This design comes from an exercise in tuning for small area and a short achievable clock period on the open sky130 flow, not from production work.
Function was checked by simulation only, so behaviour that the tests miss may differ from the original.
Power and IR drop assume default switching activity.

==> 11-05 <==
==> flow/design.v <==
module qos_out_arb (
    input  wire        clk,
    input  wire        rst,           
    input  wire [17:0] cfg_level,     
    input  wire [71:0] cfg_weight,    
    input  wire [7:0]  cfg_starve,    
    input  wire        arb_en,        
    input  wire [9:0]  req,           
    input  wire [35:0] req_cells,     
    output wire        gnt_valid,
    output wire [3:0]  gnt_id,
    output wire [15:0] starve_promotions
);
    localparam N = 9;
    reg        [1:0] lvl      [0:N-1];    
    reg        [7:0] used     [0:N-1];
    reg        [3:0] ptr      [0:3];
    reg       [13:0] wait_cnt [0:N-1];    
    reg       [15:0] promo_cnt;
    assign starve_promotions = promo_cnt;
    reg  [N-1:0] starved;
    reg  [2:0]   key [0:N-1];
    reg  [N-1:0] beats [0:N-1];    
    reg  [N-1:0] first;            
    reg  [N-1:0] onehot;           
    reg  [N-1:0] passed;
    reg  [3:0]   win;
    reg  [3:0]   win_next;
    reg  [1:0]   win_level;
    integer e, j;
    always @(*) begin
        for (e = 0; e < N; e = e + 1) begin
            starved[e] = lvl[e] == 2'd0 && cfg_level[2*e +: 2] != 2'd0;
            key[e] = {lvl[e], e < ptr[lvl[e]]};
        end
        for (e = 0; e < N; e = e + 1)
            for (j = 0; j < N; j = j + 1)
                beats[e][j] = (e < j) ? key[e] <= key[j] : key[e] < key[j];
        for (e = 0; e < N; e = e + 1) begin
            first[e] = 1'b1;
            for (j = 0; j < N; j = j + 1)
                if (j != e && req[j] && !beats[e][j])
                    first[e] = 1'b0;
        end
        onehot = first & req[8:0];
        win = 4'd0;
        win_next = 4'd0;
        win_level = 2'd0;
        for (e = 0; e < N; e = e + 1)
            if (onehot[e]) begin
                win = win | e;
                win_next = win_next | ((e + 1) % N);
                win_level = win_level | lvl[e];
            end
        for (e = 0; e < N; e = e + 1)
            passed[e] = first[e] & ~req[e] & (lvl[e] == win_level) & |req[8:0];
    end
    assign gnt_valid = arb_en & |req;
    assign gnt_id    = req[9] ? 4'd9 : win;
    wire grant_entry = arb_en & ~req[9];    
    reg  [7:0] u_w;
    reg  [7:0] w_w;
    reg  [3:0] c_w;
    reg  [8:0] s;             
    reg  [9:0] t;             
    reg        refill;        
    reg  [4:0] lim;           
    reg  [7:0] used_new;
    always @(*) begin
        u_w = 8'd0;
        w_w = 8'd0;
        c_w = 4'd0;
        for (e = 0; e < N; e = e + 1)
            if (onehot[e]) begin
                u_w = u_w | used[e];
                w_w = w_w | cfg_weight[8*e +: 8];
                c_w = c_w | req_cells[4*e +: 4];
            end
        s = {1'b0, u_w} + {5'd0, c_w} + 9'd1;
        t = {1'b0, s} - {2'b00, w_w};
        refill = ~t[9];
        lim = {1'b0, w_w[3:0]} + 5'd9;
        if (!refill)
            used_new = s[7:0];
        else if (w_w[7:4] == 4'd0 && t[4:0] > lim)
            used_new = {3'd0, lim};
        else
            used_new = {3'd0, t[4:0]};
    end
    wire [13:0] wait_zero = {8'd0 - cfg_starve, 6'd0};
    wire       guard_off = cfg_starve == 8'd0;
    reg  [N-1:0] gi, clr, hit, promo;
    reg  [3:0]   promo_add;
    integer i;
    always @(*) begin
        promo_add = 4'd0;
        for (i = 0; i < N; i = i + 1) begin
            gi[i]    = grant_entry & onehot[i];
            clr[i]   = cfg_level[2*i +: 2] == 2'd0 || guard_off || !req[i];
            hit[i]   = &wait_cnt[i];
            promo[i] = !gi[i] && !clr[i] && hit[i] && !starved[i];
            promo_add = promo_add + {3'd0, promo[i]};
        end
    end
    always @(posedge clk) begin
        for (i = 0; i < N; i = i + 1) begin
            if (rst || (grant_entry && passed[i]))
                used[i] <= 8'd0;
            else if (gi[i])
                used[i] <= used_new;
            if (rst || gi[i] || clr[i] || hit[i])
                wait_cnt[i] <= wait_zero;
            else
                wait_cnt[i] <= wait_cnt[i] + 14'd1;
            if (rst || gi[i])
                lvl[i] <= cfg_level[2*i +: 2];
            else if (promo[i])
                lvl[i] <= 2'd0;
        end
        for (i = 0; i < 4; i = i + 1)
            if (rst)
                ptr[i] <= 4'd0;
            else if (grant_entry && |onehot && refill && win_level == i)
                ptr[i] <= win_next;
        if (rst)
            promo_cnt <= 16'd0;
        else
            promo_cnt <= promo_cnt + {12'd0, promo_add};
    end
endmodule
==> flow/flow/run.sh <==
#!/bin/bash
# The standard layout with these changes:
# * synthesis maps the logic with flow/area.abc, an area-oriented ABC script
#   (flow/synth.tcl is synth_recipe.tcl with the abc call pointed at it), and
#   leaves adders to ABC instead of mapping them to full-adder cells first;
#   the registers come out of the same steps as in the standard synthesis;
# * each port gets a plain buf_1 instead of the delay buffer buffer_ports picks,
#   and after global placement flow/upsize_ports.tcl makes the buffers of the
#   ports on the request-to-grant path buf_4 (inputs) and buf_2 (outputs);
# * clock tree synthesis uses smaller clock buffers and no dummy loads.
set -uo pipefail
F=$PWD/flow
export MY_ABC_SCRIPT=$F/area.abc
export BUFFER_PORTS_ARGS="-buffer_cell sky130_fd_sc_hd__buf_1"
export POST_GLOBAL_PLACE_TCL=$F/upsize_ports.tcl
export CTS_ARGS="-sink_clustering_enable -repair_clock_nets -dont_use_dummy_load -buf_list {sky130_fd_sc_hd__clkbuf_8} -sink_clustering_size 12 -sink_clustering_max_diameter 80"
export SETUP_SLACK_MARGIN=13.9
bash standard.sh SYNTH_SCRIPT=$F/synth.tcl ADDER_MAP_FILE= finish > standard.log 2>&1
==> flow/flow/area.abc <==
strash
dc2
&get -n
&dch -f
&nf -R 1000
&put
topo
stime -c
==> flow/flow/synth.tcl <==
proc synth {args} { yosys synth -nofsm -noshare {*}$args }
proc abc {args} {
  set i [lsearch -exact $args -script]
  if {$i >= 0 && [info exists ::env(MY_ABC_SCRIPT)]} { lset args [expr {$i + 1}] $::env(MY_ABC_SCRIPT) }
  yosys abc {*}$args
}
source $::env(SCRIPTS_DIR)/synth.tcl
# left out here: clear keep_hierarchy, flatten, clean up, hide names made inside functions, write 1_2_yosys.v
==> flow/flow/upsize_ports.tcl <==
# Port buffers start as buf_1; the ports on the request-to-grant path get stronger ones.
set block [ord::get_db_block]
foreach bterm [$block getBTerms] {
  set name [$bterm getName]
  if {[regexp {^(req\[\d+\]|arb_en)$} $name]} {
    set cell sky130_fd_sc_hd__buf_4
  } elseif {[regexp {^(gnt_id\[\d+\]|gnt_valid)$} $name]} {
    set cell sky130_fd_sc_hd__buf_2
  } else {
    continue
  }
  set net [$bterm getNet]
  foreach iterm [$net getITerms] {
    set inst [$iterm getInst]
    if {[string match "sky130_fd_sc_hd__buf_*" [[$inst getMaster] getName]]} {
      replace_cell [$inst getName] $cell
    }
  }
}
==> flow/standard.sh <==
#!/bin/bash
# synth_recipe.tcl (not shown) runs the flow's synth.tcl, then flattens the netlist and writes it again
# the make line also repeats each setting of config.mk as NAME=value (left out here)
make -C /OpenROAD-flow-scripts/flow DESIGN_CONFIG=/design/flow/config.mk WORK_HOME=/design/flow/orfs CLKGATE_MAP_FILE= SYNTH_SCRIPT=/design/flow/synth_recipe.tcl "${@:-finish}"
==> flow/config.mk <==
export PLATFORM = sky130hd
export DESIGN_NAME = qos_out_arb
export DESIGN_NICKNAME = qos_out_arb
export VERILOG_FILES = /design/flow/design.v
export SDC_FILE = /design/flow/constraint.sdc
export NUM_CORES = 4
export LEC_CHECK = 0
export CAP_MARGIN = 20
export CORE_MARGIN = 2
export CORE_UTILIZATION = 55
export PLACE_DENSITY = 0.7
export SLEW_MARGIN = 20
==> flow/constraint.sdc <==
create_clock -name core_clock -period 26.0 [get_ports {clk}]
set_input_delay 5.2000 -clock core_clock [delete_from_list [all_inputs] [get_ports {clk}]]
set_output_delay 5.2000 -clock core_clock [all_outputs]
set_load 0.01 [all_outputs]
==> 06-24: changes against 11-05 <==
--- a/flow/design.v
+++ b/flow/design.v
@@ -20,28 +20,24 @@
     assign starve_promotions = promo_cnt;
-    reg  [N-1:0] starved;
-    reg  [2:0]   key [0:N-1];
-    reg  [N-1:0] beats [0:N-1];    
-    reg  [N-1:0] first;            
-    reg  [N-1:0] onehot;           
-    reg  [N-1:0] passed;
-    reg  [3:0]   win;
-    reg  [3:0]   win_next;
-    reg  [1:0]   win_level;
-    integer e, j;
+    wire [2*N-1:0] lvl_bus;
+    wire    [15:0] ptr_bus;
+    wire   [N-1:0] first;          
+    reg    [N-1:0] onehot;         
+    reg    [N-1:0] passed;
+    reg      [3:0] win_next;
+    reg      [1:0] win_level;
+    integer e;
+    genvar g;
+    generate
+        for (g = 0; g < N; g = g + 1) begin : g_lvl
+            assign lvl_bus[2*g +: 2] = lvl[g];
+        end
+        for (g = 0; g < 4; g = g + 1) begin : g_ptr
+            assign ptr_bus[4*g +: 4] = ptr[g];
+        end
+    endgenerate
+    qos_out_arb_pick pick (
+        .req(req), .lvl(lvl_bus), .ptr(ptr_bus), .first(first), .gnt_id(gnt_id)
+    );
     always @(*) begin
-        for (e = 0; e < N; e = e + 1) begin
-            starved[e] = lvl[e] == 2'd0 && cfg_level[2*e +: 2] != 2'd0;
-            key[e] = {lvl[e], e < ptr[lvl[e]]};
-        end
-        for (e = 0; e < N; e = e + 1)
-            for (j = 0; j < N; j = j + 1)
-                beats[e][j] = (e < j) ? key[e] <= key[j] : key[e] < key[j];
-        for (e = 0; e < N; e = e + 1) begin
-            first[e] = 1'b1;
-            for (j = 0; j < N; j = j + 1)
-                if (j != e && req[j] && !beats[e][j])
-                    first[e] = 1'b0;
-        end
         onehot = first & req[8:0];
-        win = 4'd0;
         win_next = 4'd0;
@@ -50,3 +46,2 @@
             if (onehot[e]) begin
-                win = win | e;
                 win_next = win_next | ((e + 1) % N);
@@ -58,3 +53,2 @@
     assign gnt_valid = arb_en & |req;
-    assign gnt_id    = req[9] ? 4'd9 : win;
     wire grant_entry = arb_en & ~req[9];    
@@ -100,3 +94,3 @@
             hit[i]   = &wait_cnt[i];
-            promo[i] = !gi[i] && !clr[i] && hit[i] && !starved[i];
+            promo[i] = !gi[i] && !clr[i] && hit[i] && lvl[i] != 2'd0;
             promo_add = promo_add + {3'd0, promo[i]};
@@ -130 +124,34 @@
 endmodule
+module qos_out_arb_pick (
+    input  wire [9:0]  req,
+    input  wire [17:0] lvl,           
+    input  wire [15:0] ptr,           
+    output reg  [8:0]  first,         
+    output wire [3:0]  gnt_id
+);
+    localparam N = 9;
+    reg  [2:0]   key [0:N-1];
+    reg  [N-1:0] beats [0:N-1];    
+    reg  [N-1:0] onehot;
+    reg  [3:0]   win;
+    integer e, j;
+    always @(*) begin
+        for (e = 0; e < N; e = e + 1)
+            key[e] = {lvl[2*e +: 2], e < ptr[4*lvl[2*e +: 2] +: 4]};
+        for (e = 0; e < N; e = e + 1)
+            for (j = 0; j < N; j = j + 1)
+                beats[e][j] = (e < j) ? key[e] <= key[j] : key[e] < key[j];
+        for (e = 0; e < N; e = e + 1) begin
+            first[e] = 1'b1;
+            for (j = 0; j < N; j = j + 1)
+                if (j != e && req[j] && !beats[e][j])
+                    first[e] = 1'b0;
+        end
+        onehot = first & req[8:0];
+        win = 4'd0;
+        for (e = 0; e < N; e = e + 1)
+            if (onehot[e])
+                win = win | e;
+    end
+    assign gnt_id = req[9] ? 4'd9 : win;
+endmodule
--- a/flow/flow/run.sh
+++ b/flow/flow/run.sh
@@ -5,3 +5,6 @@
 #   leaves adders to ABC instead of mapping them to full-adder cells first;
-#   the registers come out of the same steps as in the standard synthesis;
+#   the module qos_out_arb_pick (the choice, no registers) is kept apart
+#   until after ABC, so its logic is mapped on its own, for delay with
+#   flow/pick.abc, and then flattened as in the standard synthesis; the
+#   registers come out of the same steps as in the standard synthesis;
 # * each port gets a plain buf_1 instead of the delay buffer buffer_ports picks,
@@ -13,6 +16,7 @@
 export MY_ABC_SCRIPT=$F/area.abc
+export MY_ABC_PICK_SCRIPT=$F/pick.abc
+export SYNTH_KEEP_MODULES=qos_out_arb_pick
 export BUFFER_PORTS_ARGS="-buffer_cell sky130_fd_sc_hd__buf_1"
 export POST_GLOBAL_PLACE_TCL=$F/upsize_ports.tcl
-export CTS_ARGS="-sink_clustering_enable -repair_clock_nets -dont_use_dummy_load -buf_list {sky130_fd_sc_hd__clkbuf_8} -sink_clustering_size 12 -sink_clustering_max_diameter 80"
-export SETUP_SLACK_MARGIN=13.9
+export CTS_ARGS="-sink_clustering_enable -repair_clock_nets -dont_use_dummy_load -buf_list {sky130_fd_sc_hd__clkbuf_4} -sink_clustering_size 8 -sink_clustering_max_diameter 60"
 bash standard.sh SYNTH_SCRIPT=$F/synth.tcl ADDER_MAP_FILE= finish > standard.log 2>&1
==> flow/flow/pick.abc (new file) <==
strash
dc2
&get -n
&dch -f
&nf
&put
topo
stime -c
--- a/flow/flow/synth.tcl
+++ b/flow/flow/synth.tcl
@@ -3,4 +3,8 @@
   set i [lsearch -exact $args -script]
-  if {$i >= 0 && [info exists ::env(MY_ABC_SCRIPT)]} { lset args [expr {$i + 1}] $::env(MY_ABC_SCRIPT) }
-  yosys abc {*}$args
+  set a_pick $args
+  lset a_pick [expr {$i + 1}] $::env(MY_ABC_PICK_SCRIPT)
+  set a_rest $args
+  lset a_rest [expr {$i + 1}] $::env(MY_ABC_SCRIPT)
+  yosys abc {*}$a_pick qos_out_arb_pick
+  yosys abc {*}$a_rest qos_out_arb
 }
==> 12-28: changes against 11-05 <==
--- a/flow/flow/run.sh
+++ b/flow/flow/run.sh
@@ -16,3 +16,2 @@
 export CTS_ARGS="-sink_clustering_enable -repair_clock_nets -dont_use_dummy_load -buf_list {sky130_fd_sc_hd__clkbuf_8} -sink_clustering_size 12 -sink_clustering_max_diameter 80"
-export SETUP_SLACK_MARGIN=13.9
 bash standard.sh SYNTH_SCRIPT=$F/synth.tcl ADDER_MAP_FILE= finish > standard.log 2>&1
==> summary of the runs <==
- In 11-05 the non-clock buffer count is higher than in 12-28, by 11.
- The highest power belongs to 11-05, the lowest to 06-24.
- Of 11-05 and 06-24, 11-05 has the higher routed wire length (gap 2.0%, measured against 06-24).
- Clock power: 12-28 is higher than 06-24 (11%).
==> figures <==
                                                               11-05                    06-24                    12-28
Run status                                   complete, no violations  complete, no violations  complete, no violations
Post-layout worst setup margin                              13.97 ns                 14.16 ns                 13.67 ns
Die boundary height                                           157 um                   159 um                   157 um
Slowest stage cell, crit path                               a222oi_1                   or4b_1                    buf_4
Sequential share of power                                      0.502                    0.518                    0.509
Core area                                                  23300 um2                23500 um2                23300 um2
Number of warning messages in the yosys log                        7                        8                        7
Vias post-DR                                                   13.8k                    13.8k                    13.5k
Launch point of the worst hold path                   wait_cnt[2][0]           wait_cnt[8][0]           wait_cnt[1][0]
Iteration-0 DRC Markers                                         1626                     1640                     1545

[port drivers added, routing unchanged]
The flow's constraints put no driver on any port. The routed layouts listed below were extracted and timed again, unchanged, in two steps. Step 1: set_driving_cell puts a clkbuf_16 on clk and a buf_2 on each other input, an assumption about the parent block. Step 2 moves the port delays by t, midway between the first and last clock arrival at a register: inputs arrive t later, outputs are due t later. That takes back most of the time a late clock gives input paths. Slacks: ideal ports / drivers / drivers and shift; pairs: ideal ports / drivers.
run | t, ns | slack for setup (ns) | hold WS [ns] | worst data-port slew with drivers (ns)
11-05 | 0.572 | 13.975 / 13.952 / 13.952 | 0.467 / 0.467 / 0.467 | 0.09
06-24 | 0.645 | 14.161 / 14.134 / 14.134 | 0.470 / 0.470 / 0.470 | 0.05
12-28 | 0.583 | 13.667 / 13.645 / 13.645 | 0.464 / 0.464 / 0.464 | 0.05
After both steps setup and hold are still met in every run listed. For 06-24, which loses most, drivers alone change the setup slack by -0.027 ns; drivers and shift together by -0.027 ns.
